Context: an optimization exercise on an open-source flow, tuned for small area, a short achievable clock period and few clock cycles. The choices shown serve that exercise and are no tape-out recipe.
The RTL was checked by simulation tests, not by an equivalence proof against the original design.

## before
==> flow/design.v (excerpt) <==
module chk_block (
    input  wire        clk,
    input  wire        rst,
    input  wire        req_valid,
    output wire        req_ready,
    input  wire [1:0]  req_op,
    input  wire [5:0]  req_addr,
    input  wire [2:0]  req_tenant,
    input  wire [31:0] req_wdata,
    input  wire [5:0]  wv_width,
    input  wire        wv_refin,
    input  wire        wv_refout,
    input  wire [2:0]  wv_fowner,
    input  wire [31:0] wv_poly,
    input  wire [31:0] wv_init,
    input  wire [31:0] wv_xorout,
    input  wire [31:0] wv_ref,
    output reg         rsp_valid,
    output reg  [1:0]  rsp_status,
    output wire [31:0] rsp_rdata
);
    localparam S_IDLE = 3'd0, S_PREP = 3'd1, S_FOLD = 3'd2, S_CMP = 3'd3, S_RFIN = 3'd4;
    localparam K_RUNW = 2'd0, K_FEED = 2'd1, K_CTRL = 2'd2;
    function [31:0] rev32(input [31:0] x);
        integer i;
        for (i = 0; i < 32; i = i + 1) rev32[i] = x[31-i];
    endfunction
    function [7:0] rev8(input [7:0] x);
        integer i;
        for (i = 0; i < 8; i = i + 1) rev8[i] = x[7-i];
    endfunction
    function [31:0] wmask(input [5:0] w);
        wmask = (w >= 6'd32) ? 32'hFFFF_FFFF : ((32'd1 << w) - 32'd1);
    endfunction
    function [31:0] vword(input [31:0] r, input [31:0] xl, input ro);
        vword = ro ? rev32(r ^ xl) : (r ^ xl);
    endfunction
    reg        u_def [0:3];
    reg [5:0]  u_w   [0:3];
    reg        u_ri  [0:3];
    reg        u_ro  [0:3];
    reg [2:0]  u_fo  [0:3];
    reg [31:0] u_pl  [0:3];
    reg [31:0] u_il  [0:3];
    reg [31:0] u_xl  [0:3];
    reg [31:0] u_rl  [0:3];
    reg [23:1] u_q   [0:3];
    reg [5:0]  s_w;
    reg        s_ri, s_ro;
    reg [2:0]  s_fo;
    reg [31:0] s_pl, s_il, s_xl, s_ref, s_run;
    reg [23:1] s_q;
    reg        s_bad;
    reg        s_isref;      
    reg [1:0]  s_u;          
    reg [1:0]  fcnt;
    reg [2:0]  state;
    reg        p_do;
    reg [1:0]  p_kind;
    reg [1:0]  p_u;
    reg [31:0] o_word;
    reg [4:0]  o_s;
  ...
clock: 20.0 ns
lec_check: 0
cap_margin: 20
core_margin: 2
core_utilization: 30
slew_margin: 20
run.sh (not shown) runs the stock make flow with config.mk's settings and CLKGATE_MAP_FILE= SYNTH_SCRIPT=/design/flow/synth_recipe.tcl, a recipe that flattens the netlist after the stock synthesis.
Testbench counts of before, summed over its fixed seeds: cycles 6,497.
The inputs of after differ from those of before as listed below.
--- a/flow/design.v
+++ b/flow/design.v
@@ -121,12 +121,13 @@
     reg [1:0]  s_u;          
     reg [1:0]  fcnt;
     reg [2:0]  state;
     reg        p_do;
     reg [1:0]  p_kind;
     reg [1:0]  p_u;
+    reg [31:0] p_wd;
     reg [31:0] o_word;
     reg [4:0]  o_s;
     wire [31:0] sh_out = o_word >> o_s;
     assign rsp_rdata = sh_out;
     assign req_ready = (state == S_IDLE);
     wire accept = req_valid && (state == S_IDLE);
@@ -143,40 +144,46 @@
     wire [31:0] m_rl  = u_rl[u];
     wire [23:1] m_q   = u_q[u];
     wire [4:0]  m_s   = 5'd0 - m_w[4:0];
     wire [2:0]  m_foe = m_def ? m_fo : 3'd7;
     wire allowed = (req_tenant == 3'd4) || (req_tenant == m_foe);
     wire        eng_stage = (state == S_FOLD);
-    wire [1:0]  e_cnt = eng_stage ? 2'd3 : s_ref[25:24];
+    wire [31:0] e_rl = eng_stage ? s_run : u_rl[p_u];
+    wire [31:0] e_pl = eng_stage ? s_pl  : u_pl[p_u];
+    wire [23:1] e_q  = eng_stage ? s_q   : u_q[p_u];
+    wire        e_ri = eng_stage ? s_ri  : u_ri[p_u];
+    wire [1:0]  e_cnt = eng_stage ? 2'd3 : p_wd[25:24];
     reg [23:0] e_dat;
     always @* begin
         if (eng_stage) begin
             case (fcnt)
             2'd0:    e_dat = {8'h31, 8'h32, 8'h33};
             2'd1:    e_dat = {8'h34, 8'h35, 8'h36};
             default: e_dat = {8'h37, 8'h38, 8'h39};
             endcase
-            if (s_ri) e_dat = {rev8(e_dat[23:16]), rev8(e_dat[15:8]), rev8(e_dat[7:0])};
+            if (e_ri) e_dat = {rev8(e_dat[23:16]), rev8(e_dat[15:8]), rev8(e_dat[7:0])};
         end else begin
-            case (s_ref[25:24])
-            2'd3:    e_dat = {s_ref[7:0], s_ref[15:8], s_ref[23:16]};
-            2'd2:    e_dat = {8'd0, s_ref[7:0], s_ref[15:8]};
-            default: e_dat = {16'd0, s_ref[7:0]};
+            case (p_wd[25:24])
+            2'd3:    e_dat = {p_wd[7:0], p_wd[15:8], p_wd[23:16]};
+            2'd2:    e_dat = {8'd0, p_wd[7:0], p_wd[15:8]};
+            default: e_dat = {16'd0, p_wd[7:0]};
             endcase
-            if (s_ri) e_dat = {rev8(e_dat[23:16]), rev8(e_dat[15:8]), rev8(e_dat[7:0])};
+            if (e_ri) e_dat = {rev8(e_dat[23:16]), rev8(e_dat[15:8]), rev8(e_dat[7:0])};
         end
     end
     wire [31:0] fold_out;
     ck_unit u_eng (
-        .rl(s_run), .pl(s_pl), .q(s_q), .dat(e_dat), .cnt(e_cnt), .rl_out(fold_out)
+        .rl(e_rl), .pl(e_pl), .q(e_q), .dat(e_dat), .cnt(e_cnt), .rl_out(fold_out)
     );
+    wire [4:0]  p_s   = 5'd0 - u_w[p_u][4:0];
     wire [4:0]  st_s  = 5'd0 - s_w[4:0];
-    wire [31:0] shl_in = (state == S_PREP) ? s_pl : s_ref;
-    wire [31:0] shl_out = shl_in << st_s;
+    wire [31:0] shl_in = (state == S_IDLE) ? p_wd : (state == S_PREP) ? s_pl : s_ref;
+    wire [4:0]  shl_n  = (state == S_IDLE) ? p_s : st_s;
+    wire [31:0] shl_out = shl_in << shl_n;
     wire [31:0] new_rl = (p_kind == K_RUNW) ? shl_out :
-                         (p_kind == K_CTRL) ? s_il : fold_out;
+                         (p_kind == K_CTRL) ? u_il[p_u] : fold_out;
     wire [23:1] prep_q;
     ck_qinv u_qinv (.pl(shl_out), .q(prep_q));
     wire        hazard = p_do && (p_u == u);
     wire [31:0] m_rle  = hazard ? new_rl : m_rl;
     wire [31:0] s_mask = wmask(s_w);
     wire static_ok =
@@ -236,15 +243,13 @@
                         if (!allowed || !m_def || (r == 4'h5 && req_wdata[25:24] == 2'd0))
                             rsp_status <= 2'd1;
                         else begin
                             p_do <= (r != 4'h6) || req_wdata[0];
                             p_kind <= (r == 4'h4) ? K_RUNW : (r == 4'h5) ? K_FEED : K_CTRL;
                             p_u <= u;
-                            s_ref <= req_wdata;
-                            s_run <= m_rle; s_pl <= m_pl; s_q <= m_q;
-                            s_ri <= m_ri; s_w <= m_w; s_il <= m_il;
+                            p_wd <= req_wdata;
                         end
                     end
                 end else begin
                     s_w <= wv_width; s_ri <= wv_refin; s_ro <= wv_refout;
                     s_fo <= wv_fowner; s_pl <= wv_poly; s_il <= wv_init;
                     s_xl <= wv_xorout; s_ref <= wv_ref;
### Flow results
The final layout from after, which completed every stage, passed the timing, DRC and antenna checks at the end of the flow. Both conditions hold for before: the flow ran to the end and the final layout passed the timing, DRC and antenna checks. Delta (after minus before): iteration count of the initial detailed-routing pass picked up an extra 1; multiplexer area fraction after synthesis picked up an extra 3.2 points. Looking at XOR/XNOR share of the synthesized area across before and after, the one that comes out higher is before. after vs. before: fraction of standard cell area in multi-input logic +0.62 points; final worst-path cycle share rose 2.8 points. after ended with more count of fill cells added during filler insertion than before. Going from before to after, sum of buffers and inverters on the critical path has decreased; count of flip-flops with a built-in enable after synthesis has increased. Going from before to after, detailed route wirelength on metal3 now larger; wire length on met2 now larger.
Testbench counts of after, summed over its fixed seeds: cycles 6,497.

* * *

## the baseline
Another version of the RTL of chk_block (not shown whole).
For scale: about 6200 cells after synthesis, roughly 820 flip-flops, about 220 I/O pins, about 60000 sq um of cells after synthesis.
==> flow/config.mk <==
export PLATFORM = sky130hd
export DESIGN_NAME = chk_block
export DESIGN_NICKNAME = chk_block
export VERILOG_FILES = /design/flow/design.v
export SDC_FILE = /design/flow/constraint.sdc
export NUM_CORES = 4
export LEC_CHECK = 0
export CAP_MARGIN = 20
export CORE_MARGIN = 2
export CORE_UTILIZATION = 30
export CTS_CLUSTER_DIAMETER = 70
export CTS_CLUSTER_SIZE = 30
export SLEW_MARGIN = 20
==> flow/constraint.sdc <==
create_clock -name core_clock -period 20.0 [get_ports {clk}]
set_input_delay 4.0000 -clock core_clock [delete_from_list [all_inputs] [get_ports {clk}]]
set_output_delay 4.0000 -clock core_clock [all_outputs]
set_load 0.01 [all_outputs]
standard.sh (not shown) runs the stock make flow with config.mk's settings and CLKGATE_MAP_FILE= SYNTH_SCRIPT=/design/flow/synth_recipe.tcl, a recipe that flattens the netlist after the stock synthesis.
==> flow/flow/run.sh <==
#!/bin/bash
# Standard layout, with timing repair aimed at a tighter clock than the
# 20 ns constraint (repair stops once setup slack reaches the margin), and
# plain buffers (not delay cells) on the ports.
set -euo pipefail
bash standard.sh SETUP_SLACK_MARGIN=13.5 "BUFFER_PORTS_ARGS=-buffer_cell sky130_fd_sc_hd__buf_2" finish > standard.log 2>&1
The flow did not stop early for the baseline: all stages ran, and the layout cleared the timing, DRC and antenna checks.
Testbench counts of the baseline, summed over its fixed seeds: cycles 6,567.
Inputs modified between the baseline and the candidate:
--- a/flow/design.v
+++ b/flow/design.v
@@ -210,19 +210,20 @@
         .rl(s_run), .pl(e_pl), .q(s_q), .dat(d_dat), .cnt(d_cnt), .rl_out(fold_out)
     );
     wire [4:0]  st_s  = 5'd0 - s_w[4:0];
     wire [31:0] shl_in = (state == S_PREP) ? s_il : s_ref;
     wire [31:0] shl_out = shl_in << st_s;
     wire [31:0] new_rl = (p_kind == K_RUNW) ? shl_out :
                          (p_kind == K_CTRL) ? s_il : fold_out;
+    reg         s_prep;      
     reg  [31:0] qv_in;
     integer j1;
     always @* begin
         qv_in = rev32(sh_out);
-        if (state != S_PREP) begin
+        if (!s_prep) begin
             qv_in[8:0] = 9'd0;
             for (j1 = 1; j1 < 24; j1 = j1 + 1) qv_in[32-j1] = s_q[j1];
         end
     end
     wire [23:1] qv_out;
     ck_qinv u_qinv (.pl(qv_in), .q(qv_out));
     wire [23:1] prep_q = qv_out;
@@ -271,17 +272,19 @@
     integer k;
     always @(posedge clk) begin
         if (rst) begin
             for (k = 0; k < 4; k = k + 1) u_def[k] <= 1'b0;
             state <= S_IDLE;
             rsp_valid <= 1'b0;
             p_do <= 1'b0;
+            s_prep <= 1'b0;
         end else begin
             rsp_valid <= 1'b0;
             p_do <= 1'b0;
+            s_prep <= 1'b0;
             case (state)
             S_IDLE: begin
                 rsp_status <= 2'd0;
                 if (accept) begin
                     if (req_op == 2'd0) begin
                         rsp_valid <= 1'b1;
                         if (guarded_rd && !allowed)
@@ -305,14 +308,15 @@
                                 p_do <= (r != 4'h6) || req_wdata[0];
                         end
                     end else if (!static_ok) begin
                         rsp_valid <= 1'b1;
                         rsp_status <= 2'd2;
                     end else begin
                         state <= S_PREP;
+                        s_prep <= 1'b1;
                     end
                 end
             end
             S_PREP: state <= S_FOLD;
             S_FOLD: if (fcnt == 2'd2) state <= s_isref ? S_RFIN : S_CMP;
             S_CMP: begin
                 rsp_valid <= 1'b1;
[summary]
Comparing the baseline and the candidate, the higher utilization is on the candidate. Signed area change from the synthesized netlist to the final layout for the candidate: 1.0 points up relative to the baseline. Delta (the candidate minus the baseline): final weighted congestion in routability-driven placement went up about 4.5%; non-clock inverter total of the final layout went down about 18%; clock-buffer cell count went up 10%; first-pass GRT wire length went up about 15%. The candidate vs. the baseline: final non-filler cell area went up by 3.1%. Worst-skew pair later-pin latency in the candidate is 0.04 ns above the baseline.
Testbench counts of the candidate, summed over its fixed seeds: cycles 6,567.

* * *

chk_block, a different RTL version from the one above (not shown whole).
For scale: about 6000 cells after synthesis, ~220 I/O pins, about 0.059 mm^2 of cells after synthesis.
clock: 20.0 ns
lec_check: 0
cap_margin: 10
core_margin: 2
core_utilization: 55
cts_cluster_diameter: 70
cts_cluster_size: 30
slew_margin: 10
Scripts as last shown in full above: flow/flow/run.sh
Testbench counts at the start, summed over its fixed seeds: cycles 6,567.
Then changed:
--- a/flow/design.v
+++ b/flow/design.v
@@ -260,40 +260,22 @@
         4'h4: begin rd_word = m_rl; rd_sh = m_sh; end
         4'h7: begin rd_word = vword(m_rl, m_xl, m_ro); rd_sh = m_ro ? shdec(5'd0) : m_sh; end
         default: ;
         endcase
         if ((!m_def && r != 4'h0) || (guarded_rd && !allowed) || r == 4'hD || r == 4'h1)
             rd_sh = 12'd0;
     end
     wire [31:0] rf_word = (s_rd == 2'd0) ? s_run :
                           (s_rd == 2'd1) ? vword(s_run, s_xl, s_ro) : e_pl;
     wire [11:0] rf_sh   = shdec((s_ro && s_rd == 2'd1) ? 5'd0 : st_s);
     wire [11:0] st_shd  = shdec(st_s);
-    reg [31:0] ow_src;
-    reg [11:0] ow_sh;
-    always @* begin
-        case (state)
-        S_PREP: begin ow_src = rev32(s_xl); ow_sh = st_shd; end
-        S_RFIN: begin ow_src = rf_word; ow_sh = rf_sh; end
-        S_IDLE: begin
-            if (req_op[1]) begin
-                ow_src = rev32(wv_poly);
-                ow_sh = {wv_shd[11:8], static_ok ? wv_shd[7:0] : 8'd0};
-            end else begin
-                ow_src = rd_word;
-                ow_sh = {rd_sh[11:8], req_op[0] ? 8'd0 : rd_sh[7:0]};
-            end
-        end
-        default: begin ow_src = rd_word; ow_sh = 12'd0; end
-        endcase
-    end
     integer k;
     always @(posedge clk) begin
         if (rst) begin
             for (k = 0; k < 4; k = k + 1) u_def[k] <= 1'b0;
             state <= S_IDLE;
             rsp_valid <= 1'b0;
             p_do <= 1'b0;
         end else begin
             rsp_valid <= 1'b0;
             p_do <= 1'b0;
             case (state)
@@ -342,24 +324,24 @@
             S_RFIN: begin
                 rsp_valid <= 1'b1;
                 rsp_status <= 2'd0;
                 state <= S_IDLE;
             end
             default: state <= S_IDLE;
             endcase
         end
     end
     always @(posedge clk) begin
         if (p_do) u_rl[p_u] <= new_rl;
-        o_word <= cshift(ow_src, ow_sh);
-        o_sh <= ow_sh[7:0];
+        o_word <= rd_word;
+        o_sh <= 8'd0;
         s_run <= fold_out;
         d_dat <= chk_bytes(fcnt + 2'd1, s_ri);
         d_cnt <= 2'd3;
         case (state)
         S_IDLE: begin
             s_w   <= req_op[1] ? wv_width  : m_w;
             s_ri  <= req_op[1] ? wv_refin  : m_ri;
             s_ro  <= req_op[1] ? wv_refout : m_ro;
             s_pl  <= req_op[1] ? wv_poly   : {23'd0, m_pl};
             s_il  <= req_op[1] ? wv_init   : m_il;
             s_xl  <= req_op[1] ? wv_xorout : m_xl;
@@ -367,41 +349,53 @@
             s_fo  <= wv_fowner;
             s_q   <= m_q;
             s_run <= r[3] ? m_il : m_rle;
             s_u   <= u;
             s_rd  <= (r == 4'h1) ? 2'd2 : {1'b0, r[0]};
             s_isref <= !req_op[1];
             d_dat <= r[3] ? chk_bytes(2'd0, m_ri) : feed_bytes(req_wdata[25:0], m_ri);
             d_cnt <= r[3] ? 2'd3 : req_wdata[25:24];
             fcnt  <= 2'd0;
             p_kind <= (r == 4'h4) ? K_RUNW : (r == 4'h5) ? K_FEED : K_CTRL;
             p_u   <= u;
+            if (req_op[1]) begin
+                o_word <= cshift(rev32(wv_poly), wv_shd);
+                o_sh <= static_ok ? wv_shd[7:0] : 8'd0;
+            end else begin
+                o_word <= cshift(rd_word, rd_sh);
+                o_sh <= req_op[0] ? 8'd0 : rd_sh[7:0];
+            end
         end
         S_PREP: begin
             s_pl <= rev32(sh_out);
             s_q <= prep_q;
             s_il <= shl_out;
             s_run <= shl_out;
+            o_word <= cshift(rev32(s_xl), st_shd);
+            o_sh <= st_shd[7:0];
             d_dat <= chk_bytes(2'd0, s_ri);
         end
         S_FOLD: begin
             fcnt <= fcnt + 2'd1;
             if (!s_isref && fcnt == 2'd0) begin
                 s_xl <= s_ro ? rev32(s_xl) : rev32(sh_out);
                 s_ref <= s_ro ? rev32(s_ref) : shl_out;
                 s_bad <= (s_ref & ~s_mask) != 32'd0;
             end
         end
         S_CMP: begin
             if (cmp_ok) begin
                 u_w[s_u] <= s_w; u_ri[s_u] <= s_ri; u_ro[s_u] <= s_ro;
                 u_fo[s_u] <= s_fo; u_pl[s_u] <= s_pl[8:0]; u_il[s_u] <= s_il;
                 u_xl[s_u] <= s_xl; u_q[s_u] <= s_q;
             end
             p_kind <= K_CTRL;
             p_u <= s_u;
         end
-        S_RFIN: ;    
+        S_RFIN: begin
+            o_word <= cshift(rf_word, rf_sh);
+            o_sh <= rf_sh[7:0];
+        end
         default: ;
         endcase
     end
 endmodule
The new run passed the timing, DRC and antenna checks.
Count of clock-buffer cells in the layout does not change.
Non-clock buffer count went up by 14.
Global-route usage goes up by 1.3 points.
Worst setup slack gets better by 0.074 ns.
Wire length came out higher by 4.6%.
Hold slack is worse by 0.030 ns.
Die area went up by 1.7%.
Core utilization rises by 0.23 points.
Via count rose by 5.0%.
Area after synthesis grows by 1.8%.
Testbench counts after the change, summed over its fixed seeds: cycles 6,567.

-- separate check: timing with driven ports --
No port has a modelled driver above. Below, the same layouts with a new extraction and two added sets of constraints.
Step 1 assumes that a clkbuf_16 drives the clock port and a buf_2 every other input.
Step 2, shift: input delay + t, output delay - t, t = (earliest + latest rising clock arrival at the registers) / 2. This alone moves slack from input paths to output paths.
Three values: ideal ports, drivers, drivers and shift; two values: the first two.
run	shift t [ns]	slack for setup (ns)	worst setup path at the end
before	0.840	11.316 / 11.316 / 11.316	register to register
after	0.857	10.761 / 10.761 / 10.741	input to register
the baseline	0.798	13.372 / 13.111 / 12.313	input to register
the candidate	0.841	13.384 / 13.354 / 12.513	input to register
the first run of note 3	0.784	13.304 / 13.064 / 12.279	input to register
the second run of note 3	0.786	13.378 / 13.188 / 12.402	input to register
After both steps every run listed still meets setup and hold. For the baseline, which loses most, drivers alone change the setup slack by -0.261 ns; drivers and shift together by -1.059 ns.
